Source: an optimization exercise on an open RTL-to-GDS flow (aim: small area and a short achievable clock period). Production flows keep margins and buffers that such runs may drop. Function was not checked in any run shown here: the RTL went through the layout flow alone. Power and IR drop assume default switching activity.

File: design/flow/flow/run.sh
#!/bin/bash
# Standard layout (the standard.sh, unchanged synthesis and steps), with
# repair_timing asked for a larger setup margin so that the paths with slack
# to spare at the design's period are optimised too.  Every step's log is
# kept by ORFS under orfs/logs; make's own output goes to make.log.
set -euo pipefail
bash standard.sh SETUP_SLACK_MARGIN=7.7 finish > make.log 2>&1
File: design/flow/standard.sh
#!/bin/bash
# synth_recipe.tcl (not shown) runs the flow's synth.tcl, then flattens the netlist and writes it again
# the make line also repeats each setting of config.mk as NAME=value (left out here)
make -C /OpenROAD-flow-scripts/flow DESIGN_CONFIG=/design/flow/config.mk WORK_HOME=/design/flow/orfs CLKGATE_MAP_FILE= SYNTH_SCRIPT=/design/flow/synth_recipe.tcl "${@:-finish}"
File: design/flow/config.mk
export PLATFORM = sky130hd
export DESIGN_NAME = ring_rx_check
export DESIGN_NICKNAME = ring_rx_check
export VERILOG_FILES = /design/flow/design.v
export SDC_FILE = /design/flow/constraint.sdc
export NUM_CORES = 4
export LEC_CHECK = 0
export CAP_MARGIN = 20
export CORE_MARGIN = 2
export CORE_UTILIZATION = 40
export SLEW_MARGIN = 20
export SYNTH_MEMORY_MAX_BITS = 16384
File: design/flow/constraint.sdc
create_clock -name core_clock -period 11.0 [get_ports {clk}]
set_input_delay 2.2000 -clock core_clock [delete_from_list [all_inputs] [get_ports {clk}]]
set_output_delay 2.2000 -clock core_clock [all_outputs]
set_load 0.01 [all_outputs]
File: design/flow/design.v
module dec8b10b(code, rd_in, data, k, cv, rd_out);
  input [9:0] code;
  wire [9:0] code;
  input rd_in;
  wire rd_in;
  output [7:0] data;
  wire [7:0] data;
  output k;
  wire k;
  output cv;
  wire cv;
  output rd_out;
  wire rd_out;
  wire _000_;
  wire _001_;
  wire _002_;
  wire _003_;
  wire _004_;
  wire _005_;
  wire _006_;
  wire _007_;
  wire _008_;
  wire _009_;
  wire _010_;
  wire _011_;
  wire _012_;
  wire _013_;
  wire _014_;
  wire _015_;
  wire _016_;
  wire _017_;
  wire _018_;
  wire _019_;
  wire _020_;
  wire _021_;
  wire _022_;
  wire _023_;
  wire _024_;
  wire _025_;
  wire _026_;
  wire _027_;
  wire _028_;
  wire _029_;
  wire _030_;
  wire _031_;
  wire _032_;
  wire _033_;
  wire _034_;
  wire _035_;
  wire _036_;
  wire _037_;
  wire _038_;
  wire _039_;
  wire _040_;
  wire _041_;
  wire _042_;
  wire _043_;
  wire _044_;
  wire _045_;
  wire _046_;
  wire _047_;
  wire _048_;
  wire _049_;
  wire _050_;
  wire _051_;
  wire _052_;
  wire _053_;
  wire _054_;
  wire _055_;
  wire _056_;
  wire _057_;
  wire _058_;
  wire _059_;
  wire _060_;
  wire _061_;
  wire _062_;
  wire _063_;
  wire _064_;
  wire _065_;
  wire _066_;
  wire _067_;
  wire _068_;
  wire _069_;
  wire _070_;
  wire _071_;
  wire _072_;
  wire _073_;
  wire _074_;
  wire _075_;
  wire _076_;
  wire _077_;
  wire _078_;
  wire _079_;
  wire _080_;
  wire _081_;
  wire _082_;
  wire _083_;
  wire _084_;
  wire _085_;
  wire _086_;
  wire _087_;
  wire _088_;
  wire _089_;
  wire _090_;
  wire _091_;
  wire _092_;
  wire _093_;
  wire _094_;
  wire _095_;
  wire _096_;
  wire _097_;
  wire _098_;
  wire _099_;
  wire _100_;
  wire _101_;
  wire _102_;
  wire _103_;
  wire _104_;
  wire _105_;
  wire _106_;
  wire _107_;
  wire _108_;
  wire _109_;
  wire _110_;
  wire _111_;
  wire _112_;
  wire _113_;
  wire _114_;
  wire _115_;
  wire _116_;
  wire _117_;
  wire _118_;
  wire _119_;
  wire _120_;
  wire _121_;
  wire _122_;
  wire _123_;
  wire _124_;
  wire _125_;
  wire _126_;
  wire _127_;
  wire _128_;
  wire _129_;
  wire _130_;
  wire _131_;
  wire _132_;
  wire _133_;
  wire _134_;
  wire _135_;
  wire _136_;
  wire _137_;
  wire _138_;
  wire _139_;
  wire _140_;
  wire _141_;
  wire _142_;
  wire _143_;
  wire _144_;
  wire _145_;
  wire _146_;
  wire _147_;
  wire _148_;
  wire _149_;
  wire _150_;
  wire _151_;
  wire _152_;
  wire [3:0] four;
  wire [5:0] six;
  wire [4:0] x;
  wire [2:0] y;
  assign _079_ = code[5] & ~(code[4]);
  assign _080_ = code[3] & ~(_079_);
  assign _081_ = code[2] & code[1];
  assign _082_ = code[4] & ~(code[5]);
  assign _083_ = ~_082_;
  assign _084_ = code[0] & ~(_079_);
  assign _085_ = ~(_084_ & _083_);
  assign _086_ = ~(_085_ | _081_);
  assign _087_ = ~(_086_ | _080_);
  assign _088_ = ~code[0];
  assign _089_ = _081_ & ~(_088_);
  assign _090_ = ~(code[2] | code[1]);
  assign _091_ = _081_ | code[0];
  assign _092_ = _091_ & ~(_090_);
  assign _093_ = _092_ & ~(_089_);
  assign _094_ = _093_ | ~(_079_);
  assign _095_ = ~(_094_ & _087_);
  assign _096_ = code[5] & ~(code[0]);
  assign _097_ = _085_ & ~(_096_);
  assign _098_ = _090_ & ~(_097_);
  assign data[3] = _095_ & ~(_098_);
  assign _099_ = _083_ & ~(_080_);
  assign _100_ = ~code[2];
  assign _101_ = _079_ & ~(code[3]);
  assign _102_ = _101_ | code[0];
  assign _103_ = _100_ & ~(_102_);
  assign _104_ = _099_ & ~(_103_);
  assign _105_ = code[1] & ~(_104_);
  assign _106_ = ~_101_;
  assign _107_ = ~(code[5] & code[3]);
  assign _108_ = code[0] ? _106_ : _107_;
  assign _109_ = _100_ & ~(_108_);
  assign _110_ = _109_ | _105_;
  assign _111_ = _107_ | code[0];
  assign _112_ = code[4] & ~(_111_);
  assign _113_ = _112_ & ~(_110_);
  assign _114_ = code[1] & ~(code[4]);
  assign _115_ = code[5] ^ code[3];
  assign _116_ = _115_ ^ _088_;
  assign _117_ = _114_ & ~(_116_);
  assign _118_ = _117_ & _086_;
  assign _119_ = _118_ | _113_;
  assign _120_ = _090_ & ~(code[0]);
  assign _121_ = _120_ & ~(code[3]);
  assign _122_ = code[3] & ~(_120_);
  assign _123_ = _122_ | _092_;
  assign _124_ = ~(_123_ | _121_);
  assign _125_ = _124_ & _079_;
  assign _126_ = ~code[3];
  assign _127_ = _092_ & ~(_126_);
  assign _128_ = _127_ | _089_;
  assign _129_ = _089_ & ~(_126_);
  assign _130_ = _129_ | _083_;
  assign _131_ = _128_ & ~(_130_);
  assign _132_ = ~(_131_ | _125_);
  assign _133_ = ~(_121_ | _092_);
  assign _134_ = code[4] & ~(_133_);
  assign _135_ = _115_ & ~(_120_);
  assign _136_ = _135_ & ~(_092_);
  assign _137_ = ~(_136_ | _134_);
  assign _138_ = ~(_137_ & _132_);
  assign data[4] = _138_ | _119_;
  assign _139_ = code[9] & code[8];
  assign _140_ = ~(code[9] | code[8]);
  assign _141_ = ~(_140_ | _139_);
  assign _142_ = code[9] & code[6];
  assign _143_ = ~(code[9] | code[6]);
  assign _144_ = ~(_143_ | _142_);
  assign _145_ = _144_ | _141_;
  assign _146_ = ~code[6];
  assign _147_ = code[7] & ~(code[8]);
  assign _148_ = code[9] ? _147_ : _146_;
  assign _149_ = code[8] & ~(code[7]);
  assign _150_ = code[9] ? code[6] : _149_;
  assign _151_ = _118_ ? _148_ : _150_;
  assign data[6] = _145_ & ~(_151_);
  assign _152_ = code[7] | code[6];
  assign _000_ = ~(code[7] & code[6]);
  assign _001_ = ~(_000_ & _152_);
  assign _002_ = ~(_149_ | _143_);
  assign _003_ = ~(_147_ | _142_);
  assign _004_ = ~(_003_ & _002_);
  assign _005_ = ~(_004_ | _001_);
  assign _006_ = _005_ | _141_;
  assign _007_ = _152_ & ~(_002_);
  assign _008_ = _000_ & ~(_003_);
  assign _009_ = _118_ ? _007_ : _008_;
  assign data[7] = _006_ & ~(_009_);
  assign _010_ = _099_ & ~(_100_);
  assign _011_ = _101_ ^ _088_;
  assign _012_ = _010_ & ~(_011_);
  assign data[1] = _012_ | _110_;
  assign _013_ = _117_ | _112_;
  assign _014_ = ~(_108_ | code[1]);
  assign _015_ = ~(code[3] | code[1]);
  assign _016_ = _015_ | _082_;
  assign _017_ = _016_ | code[0];
  assign _018_ = _079_ | _100_;
  assign _019_ = _017_ & ~(_018_);
  assign _020_ = _019_ | _014_;
  assign data[2] = _020_ | _013_;
  assign _021_ = _100_ & ~(_016_);
  assign _022_ = _087_ | ~(_021_);
  assign _023_ = _110_ & ~(_022_);
  assign _024_ = _084_ & ~(_021_);
  assign _025_ = ~(_090_ | _081_);
  assign _026_ = _025_ ^ _126_;
  assign _027_ = _079_ & ~(_026_);
  assign _028_ = _027_ | _024_;
  assign data[0] = _028_ | _023_;
  assign _029_ = _118_ ? _150_ : _148_;
  assign data[5] = _145_ & ~(_029_);
  assign _030_ = _005_ & ~(_132_);
  assign k = _030_ | _119_;
  assign _031_ = ~(code[5] | code[4]);
  assign _032_ = ~_031_;
  assign _033_ = _124_ & ~(_032_);
  assign _034_ = code[5] & code[4];
  assign _035_ = ~_034_;
  assign _036_ = _123_ & ~(_035_);
  assign _037_ = _127_ & ~(_031_);
  assign _038_ = _037_ | _089_;
  assign _039_ = _038_ | _036_;
  assign _040_ = ~(_039_ | _033_);
  assign _041_ = rd_in & ~(_121_);
  assign _042_ = ~(_041_ & _040_);
  assign _043_ = _032_ | _127_;
  assign _044_ = _124_ & ~(_034_);
  assign _045_ = _043_ & ~(_044_);
  assign _046_ = _045_ | _089_;
  assign _047_ = _128_ & ~(_035_);
  assign _048_ = _120_ | rd_in;
  assign _049_ = _048_ | _129_;
  assign _050_ = _049_ | _047_;
  assign _051_ = _046_ & ~(_050_);
  assign _052_ = _042_ & ~(_051_);
  assign _053_ = _120_ ? code[3] : rd_in;
  assign _054_ = _040_ & ~(_053_);
  assign _055_ = _045_ & ~(_054_);
  assign _056_ = _000_ & ~(_055_);
  assign _057_ = _152_ & ~(_056_);
  assign _058_ = ~(_018_ | _107_);
  assign _059_ = _031_ | code[7];
  assign _060_ = ~(_059_ | _058_);
  assign _061_ = _060_ & _132_;
  assign _062_ = _057_ & ~(_061_);
  assign _063_ = _140_ & ~(_062_);
  assign _064_ = _063_ | _052_;
  assign _065_ = _124_ & code[5];
  assign _066_ = _065_ | _118_;
  assign _067_ = ~(_132_ & code[8]);
  assign _068_ = _066_ & ~(_067_);
  assign _069_ = _068_ | _055_;
  assign _070_ = _060_ | _149_;
  assign _071_ = _069_ & ~(_070_);
  assign _072_ = ~(_071_ | _056_);
  assign _073_ = _001_ & ~(_072_);
  assign _074_ = _066_ | ~(code[7]);
  assign _075_ = _074_ & ~(_057_);
  assign _076_ = _139_ & ~(_075_);
  assign _077_ = _076_ | _073_;
  assign cv = _077_ | _064_;
  assign _078_ = _057_ | _139_;
  assign rd_out = _078_ & ~(_140_);
  assign y = data[7:5];
  assign x = data[4:0];
  assign four = code[9:6];
  assign six = code[5:0];
endmodule
module ring_rx_check (
    input  wire        clk,
    input  wire        rst,           
    input  wire        col_valid,     
    input  wire [39:0] col_code,      
    input  wire        los,           
    output reg         v_valid,       
    output reg  [3:0]  v_reason,      
    output reg  [9:0]  v_len,         
    output wire [95:0] v_hdr,         
    output reg  [15:0] cnt_good,
    output reg  [15:0] cnt_hcrc,
    output reg  [15:0] cnt_bad,
    output wire [63:0] cnt_cv         
);
    localparam [3:0] R_GOOD      = 4'd0;
    localparam [3:0] R_HCRC      = 4'd1;
    localparam [3:0] R_LL_BAD    = 4'd2;
    localparam [3:0] R_SHORT     = 4'd3;
    localparam [3:0] R_LONG      = 4'd4;
    localparam [3:0] R_UNALIGNED = 4'd5;
    localparam [3:0] R_TRAILER   = 4'd6;
    localparam [3:0] R_ENDBAD    = 4'd7;
    localparam [3:0] R_CONTROL   = 4'd8;
    localparam [3:0] R_LANEFAULT = 4'd9;
    localparam [7:0] K27_7 = 8'hFB;
    localparam [7:0] K29_7 = 8'hFD;
    localparam [7:0] K30_7 = 8'hFE;
    localparam [31:0] CRC32_RESIDUE = 32'hDEBB20E3;
    integer i, b;
    reg  [3:0]  rd;
    wire [31:0] dec_data;
    wire [3:0]  dec_k, dec_cv, rd_next;
    genvar g;
    generate
        for (g = 0; g < 4; g = g + 1) begin : lane
            dec8b10b u_dec (
                .code   (col_code[10*g +: 10]),
                .rd_in  (rd[g]),
                .data   (dec_data[8*g +: 8]),
                .k      (dec_k[g]),
                .cv     (dec_cv[g]),
                .rd_out (rd_next[g])
            );
        end
    endgenerate
    always @(posedge clk) begin
        if (rst)
            rd <= 4'b0000;
        else if (col_valid)
            rd <= rd_next;
    end
    reg  [31:0] d2;
    reg  [3:0]  k2, cv2;
    reg         v2, f2, r2;
    always @(posedge clk) begin
        d2  <= dec_data;
        k2  <= dec_k;
        cv2 <= dec_cv;
        v2  <= col_valid && !rst;
        f2  <= los && !rst;
        r2  <= rst;
    end
    reg [15:0] cv_cnt [0:3];
    always @(posedge clk) begin
        for (i = 0; i < 4; i = i + 1)
            if (rst)
                cv_cnt[i] <= 16'd0;
            else if (v2 && cv2[i] && cv_cnt[i] != 16'hFFFF)
                cv_cnt[i] <= cv_cnt[i] + 16'd1;
    end
    assign cnt_cv = {cv_cnt[3], cv_cnt[2], cv_cnt[1], cv_cnt[0]};
    reg [4:0] col_no;
    reg [4:0] ts1 [0:3];
    reg [4:0] ts2 [0:3];
    reg [4:0] ts3 [0:3];
    reg [1:0] live [0:3];
    reg [3:0] lane_fault;
    reg [1:0] live_now [0:3];     
    always @* begin
        for (i = 0; i < 4; i = i + 1) begin
            live_now[i] = live[i];
            if ((live[i] == 2'd1 && ts1[i] == col_no) ||
                (live[i] == 2'd2 && ts2[i] == col_no) ||
                (live[i] == 2'd3 && ts3[i] == col_no))
                live_now[i] = live[i] - 2'd1;
            lane_fault[i] = cv2[i] && live[i] == 2'd3 && ts3[i] != col_no;
        end
    end
    always @(posedge clk) begin
        if (r2) begin
            col_no <= 5'd0;
            for (i = 0; i < 4; i = i + 1)
                live[i] <= 2'd0;
        end else if (v2) begin
            col_no <= col_no + 5'd1;
            for (i = 0; i < 4; i = i + 1)
                if (lane_fault[i])
                    live[i] <= 2'd0;
                else if (cv2[i])
                    live[i] <= live_now[i] + 2'd1;
                else
                    live[i] <= live_now[i];
        end
        for (i = 0; i < 4; i = i + 1)
            if (v2 && cv2[i]) begin
                ts1[i] <= col_no;
                ts2[i] <= ts1[i];
                ts3[i] <= ts2[i];
            end
    end
    wire fault2 = f2 || (v2 && lane_fault != 4'b0000);
    reg [3:0] is_end, is_ctl, is_e30;
    reg       start2, end_seen, any_nd, first_ctl, first_e30;
    reg [1:0] first;
    always @* begin
        for (i = 0; i < 4; i = i + 1) begin
            is_end[i] = k2[i] && !cv2[i] &&
                        (d2[8*i +: 8] == K29_7 || d2[8*i +: 8] == K30_7);
            is_e30[i] = k2[i] && !cv2[i] && d2[8*i +: 8] == K30_7;
            is_ctl[i] = cv2[i] || (k2[i] && !is_end[i]);
        end
        start2   = k2 == 4'b1111 && cv2 == 4'b0000 &&
                   d2 == {K27_7, K27_7, K27_7, K27_7};
        end_seen = is_end != 4'b0000;
        any_nd   = (k2 | cv2) != 4'b0000;
        first     = 2'd0;
        first_ctl = is_ctl[0];
        first_e30 = is_e30[0];
        for (i = 3; i >= 0; i = i - 1)
            if (k2[i] || cv2[i]) begin
                first     = i;
                first_ctl = is_ctl[i];
                first_e30 = is_e30[i];
            end
    end
    reg [1:0]  hpos;
    reg [31:0] crc32;
    reg [15:0] crc16;    
    reg [79:0] hdr;      
    wire [31:0] crc32_next;
    crc32_x32 u_crc32 (.t(crc32 ^ d2), .o(crc32_next));
    wire [15:0] crc16_base = hpos == 2'd0 ? 16'hFFFF : crc16;
    wire [15:0] crc16_half, crc16_col;
    crc16_x16 u_crc16_half (.t(crc16_base ^ {d2[7:0], d2[15:8]}), .o(crc16_half));
    crc16_x16 u_crc16_col  (.t(crc16_half ^ {d2[23:16], d2[31:24]}), .o(crc16_col));
    always @(posedge clk) begin
        if (r2)
            hpos <= 2'd3;
        else if (v2) begin
            if (start2)
                hpos <= 2'd0;
            else if (hpos != 2'd3)
                hpos <= hpos + 2'd1;
        end
        if (v2) begin
            if (start2)
                crc32 <= 32'hFFFFFFFF;
            else
                crc32 <= crc32_next;
        end
        if (v2 && !start2) begin
            if (hpos == 2'd0) begin
                hdr[31:0] <= d2;
                crc16     <= crc16_col;
            end
            if (hpos == 2'd1) begin
                hdr[63:32] <= d2;
                crc16      <= crc16_col;
            end
            if (hpos == 2'd2) begin
                hdr[79:64] <= d2[15:0];
                crc16      <= crc16_half;
            end
        end
    end
    assign v_hdr = {crc16, hdr};
    wire       v3       = v2;
    wire       f3       = fault2;
    wire       start3   = start2;
    wire       end3     = end_seen;
    wire       nd3      = any_nd;
    wire [1:0] first3   = first;
    wire       ctl3     = first_ctl;
    wire       e30_3    = first_e30;
    wire       crc_ok3  = crc32 == CRC32_RESIDUE;
    wire       hcrc_ok3 = crc16_half == d2[31:16];
    reg        in_frame;
    reg        skip;         
    reg [7:0]  ncol;         
    wire [7:0] lmax_col = hdr[7] ^ hdr[6] ? 8'd132 : 8'd20;
    wire       ll_bad   = hdr[23] && (hdr[7:6] != 2'b11 || hdr[14:8] != 7'h7F);
    wire       too_long = ncol == lmax_col && !(nd3 && first3 == 2'd0);
    always @(posedge clk) begin
        if (r2) begin
            in_frame <= 1'b0;
            skip     <= 1'b0;
        end
        if (rst)
            v_valid <= 1'b0;
        else begin
            v_valid <= 1'b0;
            if (f3) begin
                if (in_frame) begin
                    v_valid  <= 1'b1;
                    v_reason <= R_LANEFAULT;
                    v_len    <= {ncol, 2'b00};
                    in_frame <= 1'b0;
                end
                skip <= 1'b0;
            end else if (v3 && skip) begin
                if (end3)
                    skip <= 1'b0;
            end else if (v3) begin
                if (in_frame) begin
                    if (too_long) begin
                        v_valid  <= 1'b1;
                        v_reason <= R_LONG;
                        v_len    <= {ncol, 2'b00};
                        in_frame <= 1'b0;
                        skip     <= !end3;
                    end else if (nd3) begin
                        v_valid  <= 1'b1;
                        v_len    <= {ncol, first3};
                        in_frame <= 1'b0;
                        if (ctl3)
                            v_reason <= R_CONTROL;
                        else if (ncol[7:2] == 6'd0)
                            v_reason <= R_SHORT;
                        else if (first3 != 2'd0)
                            v_reason <= R_UNALIGNED;
                        else if (e30_3)
                            v_reason <= R_ENDBAD;
                        else if (!crc_ok3)
                            v_reason <= R_TRAILER;
                        else
                            v_reason <= R_GOOD;
                    end else if (ncol == 8'd2 && (!hcrc_ok3 || ll_bad)) begin
                        v_valid  <= 1'b1;
                        v_reason <= hcrc_ok3 ? R_LL_BAD : R_HCRC;
                        v_len    <= 10'd12;
                        in_frame <= 1'b0;
                        skip     <= !hcrc_ok3;
                    end else begin
                        ncol <= ncol + 8'd1;
                    end
                end
                if (start3) begin
                    in_frame <= 1'b1;
                    ncol     <= 8'd0;
                end
            end
        end
    end
    always @(posedge clk) begin
        if (rst) begin
            cnt_good <= 16'd0;
            cnt_hcrc <= 16'd0;
            cnt_bad  <= 16'd0;
        end else if (v_valid) begin
            if (v_reason == R_GOOD) begin
                if (cnt_good != 16'hFFFF) cnt_good <= cnt_good + 16'd1;
            end else if (v_reason == R_HCRC) begin
                if (cnt_hcrc != 16'hFFFF) cnt_hcrc <= cnt_hcrc + 16'd1;
            end else begin
                if (cnt_bad != 16'hFFFF) cnt_bad <= cnt_bad + 16'd1;
            end
        end
    end
endmodule
module crc32_x32 (
    input  wire [31:0] t,
    output wire [31:0] o
);
    wire x_x0 = t[0] ^ t[22];
    wire x_x1 = t[2] ^ t[7];
    wire x_x2 = t[3] ^ t[21];
    wire x_x3 = t[1] ^ t[23];
    wire x_x4 = t[4] ^ x_x0;
    wire x_x5 = t[5] ^ t[12];
    wire x_x6 = t[13] ^ t[29];
    wire x_x7 = t[6] ^ t[11];
    wire x_x8 = t[10] ^ t[26];
    wire x_x9 = t[17] ^ t[24];
    wire x_x10 = t[19] ^ t[27];
    wire x_x11 = t[14] ^ t[30];
    wire x_x12 = t[16] ^ t[28];
    wire x_x13 = t[18] ^ t[25];
    wire x_x14 = t[15] ^ t[31];
    wire x_x15 = t[8] ^ t[9];
    wire x_x16 = t[20] ^ x_x1;
    wire x_x17 = t[23] ^ x_x12;
    wire x_x18 = t[3] ^ t[5];
    wire x_x19 = t[4] ^ t[24];
    wire x_x20 = t[25] ^ t[29];
    wire x_x21 = t[28] ^ x_x2;
    wire x_x22 = x_x6 ^ x_x11;
    wire x_x23 = x_x3 ^ x_x10;
    wire x_x24 = t[8] ^ x_x5;
    wire x_x25 = x_x4 ^ x_x13;
    wire x_x26 = t[18] ^ t[26];
    wire x_x27 = t[0] ^ t[12];
    wire x_x28 = t[9] ^ t[14];
    wire x_x29 = t[2] ^ t[20];
    wire x_x30 = t[27] ^ t[30];
    wire x_x31 = t[31] ^ x_x8;
    wire x_x32 = t[7] ^ x_x14;
    wire x_x33 = x_x3 ^ x_x9;
    wire x_x34 = x_x7 ^ x_x8;
    wire x_x35 = x_x6 ^ x_x27;
    wire x_x36 = x_x1 ^ x_x2;
    wire x_x37 = t[6] ^ t[26];
    wire x_x38 = t[13] ^ t[17];
    wire x_x39 = t[2] ^ t[28];
    wire x_x40 = t[0] ^ t[31];
    wire x_x41 = t[7] ^ t[13];
    wire x_x42 = t[11] ^ t[15];
    wire x_x43 = t[8] ^ t[22];
    wire x_x44 = t[9] ^ t[15];
    wire x_x45 = t[6] ^ t[10];
    wire x_x46 = t[7] ^ t[16];
    wire x_x47 = t[6] ^ x_x14;
    wire x_x48 = t[20] ^ x_x11;
    wire x_x49 = x_x20 ^ x_x29;
    wire x_x50 = t[10] ^ x_x2;
    wire x_x51 = x_x1 ^ x_x28;
    wire x_x52 = t[24] ^ x_x15;
    wire x_x53 = x_x5 ^ x_x14;
    wire x_x54 = t[25] ^ x_x7;
    wire x_x55 = x_x18 ^ x_x45;
    wire x_x56 = t[5] ^ x_x0;
    wire x_x57 = t[27] ^ x_x15;
    wire x_x58 = t[22] ^ x_x19;
    wire x_x59 = t[9] ^ x_x34;
    wire x_x60 = t[21] ^ x_x4;
    wire x_x61 = t[1] ^ x_x22;
    wire x_x62 = x_x36 ^ x_x47;
    wire x_x63 = x_x16 ^ x_x19;
    wire x_x64 = x_x21 ^ x_x40;
    wire x_x65 = x_x9 ^ x_x50;
    wire x_x66 = x_x13 ^ x_x21;
    wire x_x67 = x_x9 ^ x_x17;
    wire x_x68 = x_x13 ^ x_x32;
    wire x_x69 = x_x4 ^ x_x16;
    wire x_x70 = x_x12 ^ x_x23;
    wire x_x71 = t[3] ^ t[8];
    wire x_x72 = t[16] ^ x_x3;
    wire x_x73 = x_x37 ^ x_x71;
    wire x_x74 = x_x72 ^ x_x73;
    wire x_x75 = x_x69 ^ x_x74;
    wire x_x76 = t[4] ^ t[5];
    wire x_x77 = x_x76 ^ x_x36;
    wire x_x78 = x_x33 ^ x_x57;
    wire x_x79 = x_x77 ^ x_x78;
    wire x_x80 = x_x39 ^ x_x52;
    wire x_x81 = x_x55 ^ x_x25;
    wire x_x82 = x_x80 ^ x_x81;
    wire x_x83 = t[4] ^ t[7];
    wire x_x84 = t[19] ^ x_x3;
    wire x_x85 = x_x18 ^ x_x20;
    wire x_x86 = x_x83 ^ x_x84;
    wire x_x87 = x_x85 ^ x_x59;
    wire x_x88 = x_x86 ^ x_x87;
    wire x_x89 = x_x30 ^ x_x34;
    wire x_x90 = x_x24 ^ x_x63;
    wire x_x91 = x_x89 ^ x_x90;
    wire x_x92 = x_x5 ^ x_x41;
    wire x_x93 = x_x54 ^ x_x57;
    wire x_x94 = x_x92 ^ x_x64;
    wire x_x95 = x_x93 ^ x_x94;
    wire x_x96 = t[3] ^ t[10];
    wire x_x97 = x_x28 ^ x_x29;
    wire x_x98 = x_x96 ^ x_x35;
    wire x_x99 = x_x17 ^ x_x97;
    wire x_x100 = x_x98 ^ x_x99;
    wire x_x101 = t[4] ^ x_x42;
    wire x_x102 = x_x101 ^ x_x65;
    wire x_x103 = x_x61 ^ x_x102;
    wire x_x104 = t[2] ^ t[11];
    wire x_x105 = t[16] ^ x_x11;
    wire x_x106 = x_x104 ^ x_x53;
    wire x_x107 = x_x105 ^ x_x25;
    wire x_x108 = x_x106 ^ x_x107;
    wire x_x109 = t[19] ^ x_x38;
    wire x_x110 = x_x14 ^ x_x24;
    wire x_x111 = x_x109 ^ x_x69;
    wire x_x112 = x_x110 ^ x_x111;
    wire x_x113 = t[5] ^ t[13];
    wire x_x114 = x_x26 ^ x_x113;
    wire x_x115 = x_x51 ^ x_x114;
    wire x_x116 = x_x60 ^ x_x115;
    wire x_x117 = t[14] ^ t[15];
    wire x_x118 = x_x43 ^ x_x117;
    wire x_x119 = x_x55 ^ x_x23;
    wire x_x120 = x_x118 ^ x_x119;
    wire x_x121 = x_x7 ^ x_x44;
    wire x_x122 = x_x17 ^ x_x121;
    wire x_x123 = x_x63 ^ x_x122;
    wire x_x124 = t[0] ^ x_x46;
    wire x_x125 = x_x20 ^ x_x24;
    wire x_x126 = x_x124 ^ x_x65;
    wire x_x127 = x_x125 ^ x_x126;
    wire x_x128 = t[1] ^ t[26];
    wire x_x129 = t[30] ^ x_x7;
    wire x_x130 = x_x38 ^ x_x15;
    wire x_x131 = x_x128 ^ x_x129;
    wire x_x132 = x_x130 ^ x_x25;
    wire x_x133 = x_x131 ^ x_x132;
    wire x_x134 = t[18] ^ x_x5;
    wire x_x135 = x_x51 ^ x_x23;
    wire x_x136 = x_x31 ^ x_x134;
    wire x_x137 = x_x135 ^ x_x136;
    wire x_x138 = x_x41 ^ x_x42;
    wire x_x139 = x_x8 ^ x_x58;
    wire x_x140 = x_x138 ^ x_x70;
    wire x_x141 = x_x139 ^ x_x140;
    wire x_x142 = t[11] ^ t[14];
    wire x_x143 = t[27] ^ x_x142;
    wire x_x144 = x_x49 ^ x_x24;
    wire x_x145 = x_x143 ^ x_x67;
    wire x_x146 = x_x144 ^ x_x145;
    wire x_x147 = t[30] ^ x_x37;
    wire x_x148 = x_x44 ^ x_x9;
    wire x_x149 = x_x35 ^ x_x147;
    wire x_x150 = x_x148 ^ x_x66;
    wire x_x151 = x_x149 ^ x_x150;
    wire x_x152 = x_x46 ^ x_x10;
    wire x_x153 = x_x31 ^ x_x152;
    wire x_x154 = x_x61 ^ x_x25;
    wire x_x155 = x_x153 ^ x_x154;
    wire x_x156 = t[17] ^ x_x7;
    wire x_x157 = x_x10 ^ x_x11;
    wire x_x158 = x_x12 ^ x_x18;
    wire x_x159 = x_x32 ^ x_x4;
    wire x_x160 = x_x156 ^ x_x157;
    wire x_x161 = x_x158 ^ x_x159;
    wire x_x162 = x_x160 ^ x_x161;
    wire x_x163 = t[3] ^ t[17];
    wire x_x164 = t[29] ^ x_x0;
    wire x_x165 = x_x39 ^ x_x26;
    wire x_x166 = x_x163 ^ x_x53;
    wire x_x167 = x_x164 ^ x_x165;
    wire x_x168 = x_x166 ^ x_x167;
    wire x_x169 = t[30] ^ x_x6;
    wire x_x170 = x_x10 ^ x_x43;
    wire x_x171 = x_x26 ^ x_x16;
    wire x_x172 = x_x169 ^ x_x170;
    wire x_x173 = x_x171 ^ x_x172;
    wire x_x174 = t[23] ^ x_x10;
    wire x_x175 = x_x15 ^ x_x48;
    wire x_x176 = x_x174 ^ x_x64;
    wire x_x177 = x_x175 ^ x_x176;
    wire x_x178 = t[29] ^ x_x8;
    wire x_x179 = x_x52 ^ x_x17;
    wire x_x180 = x_x178 ^ x_x62;
    wire x_x181 = x_x179 ^ x_x180;
    wire x_x182 = x_x30 ^ x_x33;
    wire x_x183 = x_x49 ^ x_x59;
    wire x_x184 = x_x182 ^ x_x183;
    wire x_x185 = t[11] ^ t[12];
    wire x_x186 = t[24] ^ x_x1;
    wire x_x187 = x_x30 ^ x_x185;
    wire x_x188 = x_x31 ^ x_x186;
    wire x_x189 = x_x187 ^ x_x66;
    wire x_x190 = x_x188 ^ x_x189;
    wire x_x191 = t[31] ^ x_x35;
    wire x_x192 = x_x54 ^ x_x16;
    wire x_x193 = x_x70 ^ x_x191;
    wire x_x194 = x_x192 ^ x_x193;
    wire x_x195 = t[6] ^ t[12];
    wire x_x196 = x_x195 ^ x_x22;
    wire x_x197 = x_x67 ^ x_x60;
    wire x_x198 = x_x196 ^ x_x197;
    wire x_x199 = x_x33 ^ x_x56;
    wire x_x200 = x_x22 ^ x_x68;
    wire x_x201 = x_x199 ^ x_x200;
    wire x_x202 = t[3] ^ t[19];
    wire x_x203 = x_x202 ^ x_x48;
    wire x_x204 = x_x58 ^ x_x68;
    wire x_x205 = x_x203 ^ x_x204;
    wire x_x206 = t[1] ^ t[19];
    wire x_x207 = t[25] ^ x_x206;
    wire x_x208 = x_x56 ^ x_x207;
    wire x_x209 = x_x62 ^ x_x208;
    assign o[0] = x_x75;
    assign o[1] = x_x79;
    assign o[2] = x_x82;
    assign o[3] = x_x88;
    assign o[4] = x_x91;
    assign o[5] = x_x95;
    assign o[6] = x_x100;
    assign o[7] = x_x103;
    assign o[8] = x_x108;
    assign o[9] = x_x112;
    assign o[10] = x_x116;
    assign o[11] = x_x120;
    assign o[12] = x_x123;
    assign o[13] = x_x127;
    assign o[14] = x_x133;
    assign o[15] = x_x137;
    assign o[16] = x_x141;
    assign o[17] = x_x146;
    assign o[18] = x_x151;
    assign o[19] = x_x155;
    assign o[20] = x_x162;
    assign o[21] = x_x168;
    assign o[22] = x_x173;
    assign o[23] = x_x177;
    assign o[24] = x_x181;
    assign o[25] = x_x184;
    assign o[26] = x_x190;
    assign o[27] = x_x194;
    assign o[28] = x_x198;
    assign o[29] = x_x201;
    assign o[30] = x_x205;
    assign o[31] = x_x209;
endmodule
module crc16_x16 (
    input  wire [15:0] t,
    output wire [15:0] o
);
    wire x_x0 = t[9] ^ t[13];
    wire x_x1 = t[10] ^ t[14];
    wire x_x2 = t[4] ^ t[8];
    wire x_x3 = t[7] ^ t[15];
    wire x_x4 = t[6] ^ x_x1;
    wire x_x5 = t[5] ^ x_x0;
    wire x_x6 = t[12] ^ x_x2;
    wire x_x7 = t[3] ^ t[11];
    wire x_x8 = t[1] ^ t[12];
    wire x_x9 = t[0] ^ t[11];
    wire x_x10 = t[2] ^ t[13];
    wire x_x11 = t[14] ^ x_x7;
    wire x_x12 = x_x5 ^ x_x8;
    wire x_x13 = x_x6 ^ x_x9;
    wire x_x14 = t[15] ^ x_x6;
    wire x_x15 = t[11] ^ x_x4;
    wire x_x16 = x_x3 ^ x_x11;
    wire x_x17 = x_x10 ^ x_x4;
    wire x_x18 = x_x5 ^ x_x13;
    wire x_x19 = x_x4 ^ x_x12;
    wire x_x20 = x_x3 ^ x_x10;
    wire x_x21 = x_x20 ^ x_x15;
    wire x_x22 = t[8] ^ t[12];
    wire x_x23 = x_x22 ^ x_x16;
    wire x_x24 = x_x0 ^ x_x14;
    wire x_x25 = x_x1 ^ x_x5;
    wire x_x26 = t[15] ^ x_x15;
    wire x_x27 = t[0] ^ x_x2;
    wire x_x28 = x_x3 ^ x_x27;
    wire x_x29 = t[8] ^ t[1];
    wire x_x30 = t[5] ^ t[9];
    wire x_x31 = x_x29 ^ x_x30;
    wire x_x32 = t[9] ^ t[2];
    wire x_x33 = t[10] ^ t[6];
    wire x_x34 = x_x32 ^ x_x33;
    wire x_x35 = t[7] ^ t[10];
    wire x_x36 = x_x7 ^ x_x35;
    assign o[0] = x_x13;
    assign o[1] = x_x12;
    assign o[2] = x_x17;
    assign o[3] = x_x16;
    assign o[4] = x_x14;
    assign o[5] = x_x18;
    assign o[6] = x_x19;
    assign o[7] = x_x21;
    assign o[8] = x_x23;
    assign o[9] = x_x24;
    assign o[10] = x_x25;
    assign o[11] = x_x26;
    assign o[12] = x_x28;
    assign o[13] = x_x31;
    assign o[14] = x_x34;
    assign o[15] = x_x36;
endmodule
==> impl_results.md, run 1 <==
* Leakage power at approximately 12 nW
* Clock transition at path regs at ~0.06 ns
* Netlist Area Pre-Place at between 20000 and 25000 sq um
* CP Cell Sequence: buf_6, xor2_2, a22o_4, a222oi_1, nor2_1, a311o_1, a21oi_2, o221ai_2
* CP bufs+invs at 1
* Grt ovf at 0
* WL final at 69600 um
* Final min period at ~3.5 ns
* Synth Warn # at 7
* Largest net degree at the start of global routing at 74
* Boundary Pins at 267
* Most used routing layer: met2
* Seq/Total Area, Yosys at 0.431
* Met3 Use GR at 0.0399
* Relative slew slack at 0.270
* Initial drt markers at 1497
* #FFs+latches synth at a little under 400
* Total CTS buffers at 45
* HPWL after DPL at between 40000 and 50000 um
* FMAX at around 290 MHz
* Most common cell after layout, fill and taps aside: xnor2_1
* CTS root buf: clkbuf_16
* RePlAce Congestion at 0.923
* Share of cells above drive strength 1 at 0.319
* Finished Layout Cells at 3529
* DRC violations left at 0
* RSZ-0062 raised after global routing: yes
* Critical Path RT at around 11 ns
* Final net count at between 2000 and 3000
* Synth Flop Type: edfxtp_1
* Avg Cell Area, Syn at approximately 10 sq um
* Met2 usage at 0.378
* Filler cells at 5091
* Share of async-settable or async-resettable flops after synthesis at 0
* FP Rows at 87
* MaxCap Viol Count at 0
* Core ar. at 56400 sq um
* Family with the most delay on the worst path: compound AO/OA/AOI/OAI gates
* Most frequent cells in the layout: 315 x xnor2_1, 227 x nor2_1, 214 x buf_4, 210 x edfxtp_1, 186 x xor2_1
* Slowest-stage cell, CP: a222oi_1
* Slew @ Worst Pin at approximately 1.1 ns
* Area Growth Syn to Fin at 32.5%
* Worst skew pair latency at 0.59 ns
* Worst path arrival time at 3.95 ns
* DR vias at 18600
* Total GRT Usage at 0.228
* Hold WC Path Type: register to register
* Initial Util at 0.405
* Final Hold Viols at 0
* Status: timing/DRC/antenna clean
* Worst Skew at roughly 0.017 ns
* CTS tree: yes
* Vias in the first global route at between 15000 and 20000
* Crit-path max FO at 18
* Max incr delay on CP at around 0.42 ns
* Full die area at ~59000 sq um
* PwrDens at about 320 nW/um^2
* Final Cycle Share at 0.318
* Startpoint types: input port
* GRT met1 Usage at 0.306
* Setup TNS at 0 ns
* Die width at ~240 um
* IO Port Bufs at 266
* Initial antenna violation count at 4
* Clock Path Buffers at 3
* Vias per cell at roughly 5.3
* WL/cell at just under 20 um
* Synth unique cells at around 80
* EDFF count, synth at 210
* Fin. max-slew vios at 0
* Setup violations, final at 0
* First-pass GRT wire length at around 110000 um
* Cells after synthesis at between 2000 and 2500
* DR pass1 iterations at 5
* CTS sink cnt at ~390
* Kind of critical path: input port to register
* VDD IR max at ~290 uV
* CP endpoint kind: register
* Die Y at 243 um
* Final antenna-violating net count at 0
* H-tree depth at 2
* Placed Cells at approximately 3200
* Post-Syn Nets at between 2000 and 2500
[repair_timing]
| item | CTS | global route |
|---|---|---|
| endpoints found under the setup margin | 325 | 197 |
| gates cloned | 0 | 1 |
| pin swaps | 65 | 56 |
| gates resized for setup | 1354 | 128 |
| hold buffers | 0 | 0 |
| buffers inserted | 159 | 43 |
[per-stage QoR]
stage	hold WS, ns	setup slack [ns]	util	total power [W]	area [sq um]
detailed placement	0.454	5.98	0.473	0.00784	26700
finish	0.460	7.50	0.537	0.00980	30300
global placement	0.452	6.05	0.473	0.00780	26700
CTS	0.464	7.50	0.519	0.00962	29200
floorplan	0.424	6.97	-	0.00669	23600
global route	0.472	7.37	0.537	0.0104	30300
[cell families (layout without fill, tap and decap cells)]
logic type / Yosys count / count (layout) / share of synthesized area
and+or+nand+nor: 757 / 757 / 0.160
xor gates and xnor gates: 570 / 570 / 0.238
DFF: 387 / 387 / 0.431
AOI/OAI and AO/OA: 304 / 304 / 0.0840
buffers and inverters: 167 / 644 / 0.0287
adders and majority gates: 72 / 72 / 0.0391
muxes: 37 / 37 / 0.0185
other: 0 / 2 / 0
[routing by layer]
metal | routed length [um] | vias to the layer above
li1 | - | 8853
met1 | 30600 | 9035
met2 | 33000 | 582
met3 | 4510 | 99
met4 | 1560 | 2
met5 | 13 | -
[synth_stat cells (9+ instances only)]
library cell	n	area, sq um
xnor3_1	15	338
nor2_1	248	931
xnor2_2	13	211
and3_1	31	194
edfxtp_1	210	6310
nor4_1	22	138
nor2b_1	30	188
a211oi_1	9	67.6
and2_1	26	163
clkbuf_1	80	300
nand4_1	46	288
ha_1	69	863
nor3_1	34	170
or3_1	15	93.8
xnor2_1	336	2940
o21a_1	9	67.6
o21ai_0	69	345
nand2b_1	22	138
a31oi_1	12	75.1
xor2_1	196	1720
dfxtp_1	177	3540
a21oi_1	102	510
or2_2	13	81.3
nand2_1	165	619
o211ai_1	11	82.6
inv_1	69	259
mux2i_1	31	310
and4_1	11	96.3
nand3_1	67	335
[final cells by class]
type | instances | area [sq um] | area share
Sequential cell | 387 | 10100 | 0.335
Antenna cell | 2 | 5.00 | 0.000165
Timing Repair Buffer | 487 | 3830 | 0.126
Clock buffer | 61 | 1260 | 0.0416
Tap cell | 756 | 946 | 0.0313
Multi-Input combinational cell | 1740 | 13500 | 0.446
Inverter | 73 | 360 | 0.0119
Clock inverter | 23 | 235 | 0.00778
[registers in the layout (all words and copies together), names as in the netlist, 16 cells and up]
| name | flops |
|---|---|
| cnt_bad | 16 |
| cv_cnt | 64 |
| hdr | 80 |
| cnt_hcrc | 16 |
| d2 | 32 |
| ts1 | 20 |
| ts2 | 20 |
| crc32 | 32 |
| ts3 | 20 |
| crc16 | 16 |
| cnt_good | 16 |
[path summary, 6_finish.rpt]
path	start	end	slack [ns]	depth (start not counted)
worst max-delay path	col_code[20]	cv2[2]$_DFF_P_	7.50	8
worst min-delay path	ts1[2][0]$_DFFE_PP_	ts2[2][0]$_DFFE_PP_	0.46	0
worst max register to register	d2[1]$_DFF_P_	ncol[4]$_SDFFCE_PP0P_	7.54	9
worst min register to register	ts1[2][0]$_DFFE_PP_	ts2[2][0]$_DFFE_PP_	0.46	0
[report_power, final]
| part | switching (W) | internal, W |
|---|---|---|
| clock network | 0.000624 | 0.000882 |
| logic | 0.00313 | 0.00295 |
| registers | 0.000148 | 0.00206 |
| total | 0.00390 | 0.00590 |
==> run 2: changes to the inputs <==
--- a/design/flow/config.mk
+++ b/design/flow/config.mk
@@ -9,3 +9,3 @@
 export CORE_MARGIN = 2
-export CORE_UTILIZATION = 40
+export CORE_UTILIZATION = 60
 export SLEW_MARGIN = 20
==> impl_results.md, run 2 <==
* Int Pwr at 0.00592 W (was 0.00590 W)
* DRC violations left at 0 (unchanged)
* CTS root buf: clkbuf_16 (unchanged)
* Core ar. at 37600 sq um (was 56400 sq um)
* Top reg by flops: hdr (unchanged)
* Vias in the first global route at 18800 (was 18300)
* Max incr delay on CP at 0.48 ns (was 0.42 ns)
* Synth Flop Type: edfxtp_1 (unchanged)
* Synth Warn # at 7 (unchanged)
* Setup WS post-layout at 7.27 ns (was 7.50 ns)
* CTS tree: yes (unchanged)
* DR pass1 iterations at 6 (was 5)
* Cells after synthesis at 2294 (unchanged)
* Seq/Total Area, Yosys at 0.431 (unchanged)
* Worst Skew at 0.0133 ns (was 0.0173 ns)
* Adder-cell share of the synthesized area at 0.0391 (unchanged)
* Post-Syn Nets at 2407 (unchanged)
* Sequential cell area at 10100 sq um (about the same)
* Finished Layout Cells at 3292 (was 3529)
* Relative slew slack at 0.285 (was 0.270)
* Share of cells above drive strength 1 at 0.324 (was 0.319)
* DR vias at 19400 (was 18600)
* #FFs+latches synth at 387 (unchanged)
* Initial drt markers at 1569 (was 1497)
* FMAX at 268 MHz (was 286 MHz)
* Initial antenna violation count at 2 (was 4)
* Top cells by area, synth: edfxtp_1 28%, dfxtp_1 16%, xnor2_1 13%, xor2_1 7.5%, nor2_1 4.1% (unchanged)
* FP Rows at 71 (was 87)
* First-pass GRT wire length at 102000 um (was 106000 um)
* RePlAce Congestion at 0.968 (was 0.923)
* Area of the multi-input gates at 13500 sq um (about the same)
* Most common cell after layout, fill and taps aside: xnor2_1 (unchanged)
* Setup TNS at 0 ns (unchanged)
* Crit-path max FO at 7 (was 18)
* Clock transition at path regs at 0.07 ns (was 0.06 ns)
* PwrDens at 331 nW/um^2 (was 324 nW/um^2)
* Critical Path RT at 11.34 ns (was 11.45 ns)
* Final min period at 3.73 ns (was 3.50 ns)
* Grt ovf at 0 (unchanged)
* Kind of critical path: register to register (was input port to register)
* Hold WC Path Type: register to register (unchanged)
* Total GRT Usage at 0.331 (was 0.228)
* Largest net degree at the start of global routing at 75 (was 74)
* Share of async-settable or async-resettable flops after synthesis at 0 (unchanged)
* WL/cell at 21.3 um (was 19.7 um)
* Family with the most delay on the worst path: XOR/XNOR gates (was compound AO/OA/AOI/OAI gates)
* Avg Cell Area, Syn at 9.95 sq um (unchanged)
* Yosys top cell area share at 0.276 (unchanged)
* HPWL after DPL at 43700 um (was 48100 um)
* EDFF count, synth at 210 (unchanged)
* CP bufs+invs at 4 (was 1)
* Comb pwr share at 0.632 (was 0.621)
* Main combinational cell family by area after synthesis: XOR/XNOR gates (unchanged)
* Final net count at 2859 (was 2847)
* Compound-Gate Fraction of Synth Area at 0.0840 (unchanged)
* Clock power share at 0.144 (was 0.154)
* Largest regs: hdr: 80 flops, cv_cnt: 64 flops (unchanged)
* Filler cells at 2342 (was 5091)
* CP Cell Sequence: buf_6, xnor2_4, nor2_4, xor2_2, xnor3_2, mux2i_2, nand4_1, o211ai_1, buf_4, nor2b_4, a2111oi_4, buf_4, clkbuf_16 (was buf_6, xor2_2, a22o_4, a222oi_1, nor2_1, a311o_1, a21oi_2, o221ai_2)
* Area Growth Syn to Fin at 31.1% (was 32.5%)
* Place WS at 5.97 ns (was 5.98 ns)
* Slowest-stage cell, CP: edfxtp_1 (was a222oi_1)
* MaxCap Viol Count at 0 (unchanged)
* XOR/XNOR share of the synthesized area at 0.238 (unchanged)
* Number of flip-flops in the largest register at 80 (unchanged)
* Synth top cells by count: 336 x xnor2_1, 248 x nor2_1, 210 x edfxtp_1 (unchanged)
* Initial Util at 0.608 (was 0.405)
* Worst skew pair latency at 0.58 ns (was 0.59 ns)
* Post-synthesis mux area share at 0.0185 (unchanged)
* Worst path arrival time at 4.07 ns (was 3.95 ns)
* CP endpoint kind: register (unchanged)
* Most frequent cells in the layout: 309 x xnor2_1, 223 x nor2_1, 211 x buf_4, 210 x edfxtp_1, 188 x xor2_1 (was 315 x xnor2_1, 227 x nor2_1, 214 x buf_4, 210 x edfxtp_1, 186 x xor2_1)
* Most common cell in the synthesized netlist: xnor2_1 (unchanged)
* Status: timing/DRC/antenna clean (unchanged)
* IO Port Bufs at 266 (unchanged)
* VDD IR max at 330 uV (was 286 uV)
* Leakage power at 12.1 nW (about the same)
* Setup violations, final at 0 (unchanged)
* Startpoint types: register (was input port)
* Final Cycle Share at 0.339 (was 0.318)
* Placed Cells at 2989 (was 3239)
* Synth Area in Simple Gates at 0.160 (unchanged)
* Yosys top cell by area: edfxtp_1 (unchanged)
* RSZ-0062 raised after global routing: yes (unchanged)
* Final Hold Viols at 0 (unchanged)
* Vias per cell at 5.90 (was 5.26)
* WL final at 70100 um (was 69600 um)
* Sw Ratio at 0.402 (was 0.398)
* Post-CTS Hold Buffers at 0 (unchanged)
* Clock Path Buffers at 3 (unchanged)
* Most frequent CP cell: buf_4
* H-tree depth at 2 (unchanged)
* Fin. max-slew vios at 0 (unchanged)
* Total CTS buffers at 41 (was 45)
* CTS sink cnt at 387 (unchanged)
* Sequential Power Share at 0.224 (was 0.225)
* Die width at 199 um (was 243 um)
* Sw Pwr at 0.00398 W (was 0.00390 W)
* Full die area at 39600 sq um (was 59000 sq um)
* Slew @ Worst Pin at 1.07 ns (was 1.10 ns)
* Netlist Area Pre-Place at 22800 sq um (unchanged)
* Die Y at 199 um (was 243 um)
* Synth unique cells at 82 (unchanged)
* Final antenna-violating net count at 0 (unchanged)
* FF-to-FF setup slack at 7.27 ns (was 7.54 ns)
* Boundary Pins at 267 (unchanged)
-- run 2: cell counts after synthesis --
Identical to the previous run, type by type.
-- run 2: area by class of cell --
class                      instances  area share
antenna                            2    0.000167
multi-input combinational       1740       0.452
timing repair buffer             503       0.131
tap                              511      0.0214
sequential                       387       0.338
inverter                          73      0.0114
clock inverter                    23     0.00786
clock buffer                      53      0.0382
-- run 2: timing repair --
item	CTS	global route
gates resized for setup	1322	159
setup buffers	156	67
cloned	1	1
endpoints found under the setup margin	402	290
pin swaps	56	72
-- run 2: logic make-up (layout without fill, tap and decap cells) --
family                   after synthesis  count (layout)
multiplexers                          37              37
other                                  0               2
flip-flops                           387             387
AND/OR/NAND/NOR                      757             757
AO/OA/AOI/OAI                        304             304
buffers and inverters                167             652
adder cells (fa/ha/maj)               72              72
XOR/XNOR                             570             570
-- run 2: power groups by stage --
stage	Clock, W	Combinational (W)	Sequential (W)
after global placement	0	0.00542	0.00224
final	0.00143	0.00625	0.00221
after CTS	0.00144	0.00574	0.00221
after global routing	0.00149	0.00669	0.00222
after floorplan	0	0.00453	0.00216
after detailed placement	0	0.00549	0.00224
-- run 2: final timing paths --
check / cells after the start / from / to
max: 13 / crc16[15]$_DFFE_PP_ / v_len[6]$_DFFE_PP_
min: 0 / ts1[2][4]$_DFFE_PP_ / ts2[2][4]$_DFFE_PP_
max reg2reg: 13 / crc16[15]$_DFFE_PP_ / v_len[6]$_DFFE_PP_
min reg2reg: 0 / ts1[2][4]$_DFFE_PP_ / ts2[2][4]$_DFFE_PP_
-- run 2: per-stage QoR --
stage | cell area [sq um] | utilization | hold WS, ns | total power [W]
global route | 29900 | 0.797 | 0.483 | 0.0104
global placement | 26300 | 0.701 | 0.449 | 0.00766
floorplan | 23600 | - | 0.424 | 0.00669
CTS | 28600 | 0.762 | 0.464 | 0.00939
detailed placement | 26300 | 0.701 | 0.455 | 0.00773
finish | 29900 | 0.797 | 0.464 | 0.00990
-- run 2: routing by layer --
metal / up-vias / wire length (um) / global-route usage
met5: - / 0 / 0
met4: 0 / 3300 / 0.135
met3: 263 / 6070 / 0.0633
met2: 957 / 33300 / 0.550
met1: 9341 / 27400 / 0.425
li1: 8875 / - / -
==> run 3: changes to the inputs <==
--- a/design/flow/flow/run.sh
+++ b/design/flow/flow/run.sh
@@ -6,2 +6,2 @@
 set -euo pipefail
-bash standard.sh SETUP_SLACK_MARGIN=7.7 finish > make.log 2>&1
+bash standard.sh SETUP_SLACK_MARGIN=7.5 finish > make.log 2>&1
==> impl_results.md, run 3 <==
* Status: timing/DRC/antenna clean (unchanged)
* Synth Warn # at 7 (unchanged)
* Fin. max-slew vios at 0 (unchanged)
* CTS sink cnt at 387 (unchanged)
* Setup TNS at 0 ns (unchanged)
* Boundary Pins at 267 (unchanged)
* Total GRT Usage at 0.315 (was 0.331)
* CP endpoint kind: register (unchanged)
* First-pass GRT wire length at 97300 um (was 102000 um)
* Netlist Area Pre-Place at 22800 sq um (unchanged)
* Area Growth Syn to Fin at 24.5% (was 31.1%)
* Total CTS buffers at 42 (was 41)
* Final Cycle Share at 0.337 (was 0.339)
* Synth Flop Type: edfxtp_1 (unchanged)
* Full die area at 39600 sq um (unchanged)
* Synth top cells by count: 336 x xnor2_1, 248 x nor2_1, 210 x edfxtp_1 (unchanged)
* Setup violations, final at 0 (unchanged)
* Kind of critical path: input port to register (was register to register)
* Setup WS post-layout at 7.30 ns (was 7.27 ns)
* Top reg by flops: hdr (unchanged)
* CTS tree: yes (unchanged)
* RePlAce Congestion at 0.955 (was 0.968)
* Vias in the first global route at 17900 (was 18800)
* Final Hold Viols at 0 (unchanged)
* Most common cell after layout, fill and taps aside: xnor2_1 (unchanged)
* H-tree depth at 2 (unchanged)
* Crit-path max FO at 9 (was 7)
* Vias per cell at 5.87 (was 5.90)
* CTS root buf: clkbuf_16 (unchanged)
* Worst Skew at 0.0187 ns (was 0.0133 ns)
* HPWL after DPL at 44100 um (was 43700 um)
* Grt ovf at 0 (unchanged)
* Post-Syn Nets at 2407 (unchanged)
* Avg Cell Area, Syn at 9.95 sq um (unchanged)
* Max incr delay on CP at 0.44 ns (was 0.48 ns)
* Leakage power at 11.4 nW (was 12.1 nW)
* FMAX at 270 MHz (was 268 MHz)
* Final antenna-violating net count at 0 (unchanged)
* Final min period at 3.70 ns (was 3.73 ns)
* Core ar. at 37600 sq um (unchanged)
* Slew @ Worst Pin at 1.02 ns (was 1.07 ns)
* #FFs+latches synth at 387 (unchanged)
* VDD IR max at 394 uV (was 330 uV)
* CP Cell Sequence: buf_12, ha_4, nor2_4, a22o_4, a221oi_2, a222oi_1, nor2_1, a311o_1, a21oi_1, o221ai_1 (was buf_6, xnor2_4, nor2_4, xor2_2, xnor3_2, mux2i_2, nand4_1, o211ai_1, buf_4, nor2b_4, a2111oi_4, buf_4, clkbuf_16)
* Clock transition at path regs at 0.06 ns (was 0.07 ns)
* Yosys top cell by area: edfxtp_1 (unchanged)
* Initial Util at 0.608 (unchanged)
* Relative slew slack at 0.323 (was 0.285)
* FP Rows at 71 (unchanged)
* Synth unique cells at 82 (unchanged)
* WL/cell at 20.1 um (was 21.3 um)
* Clock Path Buffers at 3 (unchanged)
* Share of cells above drive strength 1 at 0.155 (was 0.324)
* Hold WC Path Type: register to register (unchanged)
* Number of flip-flops in the largest register at 80 (unchanged)
* EDFF count, synth at 210 (unchanged)
* Most frequent cells in the layout: 327 x xnor2_1, 234 x nor2_1, 210 x edfxtp_1, 192 x dlygate4sd2_1, 191 x xor2_1 (was 309 x xnor2_1, 223 x nor2_1, 211 x buf_4, 210 x edfxtp_1, 188 x xor2_1)
* Cells after synthesis at 2294 (unchanged)
* Die Y at 199 um (unchanged)
* Place WS at 6.00 ns (was 5.97 ns)
* Die width at 199 um (unchanged)
* Slowest-stage cell, CP: a222oi_1 (was edfxtp_1)
* Top cells by area, synth: edfxtp_1 28%, dfxtp_1 16%, xnor2_1 13%, xor2_1 7.5%, nor2_1 4.1% (unchanged)
* Diodes inserted at 0 (was 2)
* Largest net degree at the start of global routing at 82 (was 75)
* PwrDens at 329 nW/um^2 (was 331 nW/um^2)
* Initial antenna violation count at 3 (was 2)
* DR vias at 18400 (was 19400)
* Worst path arrival time at 4.14 ns (was 4.07 ns)
* Worst skew pair latency at 0.57 ns (was 0.58 ns)
* Yosys top cell area share at 0.276 (unchanged)
* DRC violations left at 0 (unchanged)
* Placed Cells at 2986 (was 2989)
* WL final at 63000 um (was 70100 um)
* DR pass1 iterations at 7 (was 6)
* Finished Layout Cells at 3140 (was 3292)
* MaxCap Viol Count at 0 (unchanged)
* Seq/Total Area, Yosys at 0.431 (unchanged)
* Final net count at 2709 (was 2859)
* Startpoint types: input port (was register)
* Most common cell in the synthesized netlist: xnor2_1 (unchanged)
* Post-CTS Hold Buffers at 0 (unchanged)
* RSZ-0062 raised after global routing: yes (unchanged)
* Largest regs: hdr: 80 flops, cv_cnt: 64 flops (unchanged)
* Critical Path RT at 11.43 ns (was 11.34 ns)
* IO Port Bufs at 266 (unchanged)
* Share of async-settable or async-resettable flops after synthesis at 0 (unchanged)
* Initial drt markers at 1440 (was 1569)
==> run 3: cell counts after synthesis <==
No cell type changed its count.
==> run 3: metal layers <==
| layer | GRT usage | vias to the layer above | routed length [um] |
|---|---|---|---|
| met1 | 0.409 | 8857 | 25900 |
| met3 | 0.0702 | 175 | 5450 |
| li1 | - | 8585 | - |
| met2 | 0.515 | 802 | 29200 |
| met4 | 0.123 | 2 | 2490 |
| met5 | 0 | - | 13 |
==> run 3: cell families (layout without fill, tap and decap cells) <==
family          after synthesis  count (layout)  share of synthesized area
simple gates                757             757                      0.160
xor+xnor                    570             570                      0.238
flops                       387             387                      0.431
compound gates              304             304                     0.0840
buf+inv                     167             502                     0.0287
fa+ha+maj                    72              72                     0.0391
mux                          37              37                     0.0185
==> run 3: repair_timing <==
item / 4_1_cts / 5_1_grt
setup buffers: 42 / 33
gates resized for setup: 456 / 114
setup endpoints to repair: 311 / 161
gates cloned: 0 / 2
pin swaps: 19 / 44
==> run 3: metrics by stage <==
step / hold WS [ns] / power (W) / utilization / area (sq um)
detailed placement: 0.455 / 0.00774 / 0.696 / 26200
global placement: 0.449 / 0.00769 / 0.696 / 26200
finish: 0.469 / 0.00936 / 0.756 / 28400
CTS: 0.470 / 0.00927 / 0.741 / 27800
floorplan: 0.424 / 0.00668 / - / 23400
global route: 0.478 / 0.00992 / 0.756 / 28400
==> run 3: path summary, 6_finish.rpt <==
| kind | slack (ns) | endpoint | startpoint | cells past startpoint |
|---|---|---|---|---|
| max | 7.30 | cv2[2]$_DFF_P_ | col_code[22] | 10 |
| min | 0.47 | ts3[0][1]$_DFFE_PP_ | ts2[0][1]$_DFFE_PP_ | 0 |
| max reg2reg | 7.45 | crc16[5]$_DFFE_PP_ | hpos[0]$_SDFFE_PP1P_ | 13 |
| min reg2reg | 0.47 | ts3[0][1]$_DFFE_PP_ | ts2[0][1]$_DFFE_PP_ | 0 |
==> run 3: area by class of cell <==
type / count / area (sq um)
Multi-Input combinational cell: 1740 / 13000
Sequential cell: 387 / 9930
Fill cell: 2665 / 9160
Timing Repair Buffer: 352 / 3100
Clock buffer: 51 / 1190
Tap cell: 511 / 639
Inverter: 73 / 329
Clock inverter: 26 / 224
==> run 3: power by group <==
part	total (W)	leakage (nW)	internal, W	switching (W)
combinational	0.00570	7.30	0.00271	0.00298
clock	0.00144	0.701	0.000846	0.000598
sequential	0.00222	3.39	0.00207	0.000149
==> run 3: worst max-delay path: cells and delay by family <==
| kind | cells | cell delay (ns) |
|---|---|---|
| AO/OA/AOI/OAI | 6 | 1.36 |
| AND/OR/NAND/NOR | 2 | 0.27 |
| buffers and inverters | 1 | 0.12 |
| adder cells (fa/ha/maj) | 1 | 0.18 |

==> separate check: timing with driven ports <==
How much do the figures lean on ideal ports? The routed layouts below were timed once more, with nothing changed but the port constraints.
Step 1 (the two cells are an assumption about what drives the block):
set clk [get_ports {clk}]
set_driving_cell -lib_cell sky130_fd_sc_hd__clkbuf_16 $clk
set_driving_cell -lib_cell sky130_fd_sc_hd__buf_2 [delete_from_list [all_inputs] $clk]
Step 2 times the ports against the registers' clock, not the clock port: input delays grow and output delays shrink by t, the midpoint of the rising clock arrivals with the driver on.
Slacks: ideal / step 1 / step 2; pairs: ideal / step 1.
run | t, ns | setup slack, ns | hold WS [ns] | worst setup path after step 2
run 1 | 0.637 | 7.498 / 7.489 / 6.876 | 0.460 / 0.460 / 0.460 | input to register
run 2 | 0.634 | 7.270 / 7.270 / 6.791 | 0.464 / 0.464 / 0.464 | input to register
run 3 | 0.615 | 7.297 / 7.283 / 6.667 | 0.469 / 0.469 / 0.469 | input to register
After both steps setup and hold are still met in every run listed. The setup slack of run 3, which loses most, moves by -0.014 ns with the drivers and by -0.630 ns with both steps.
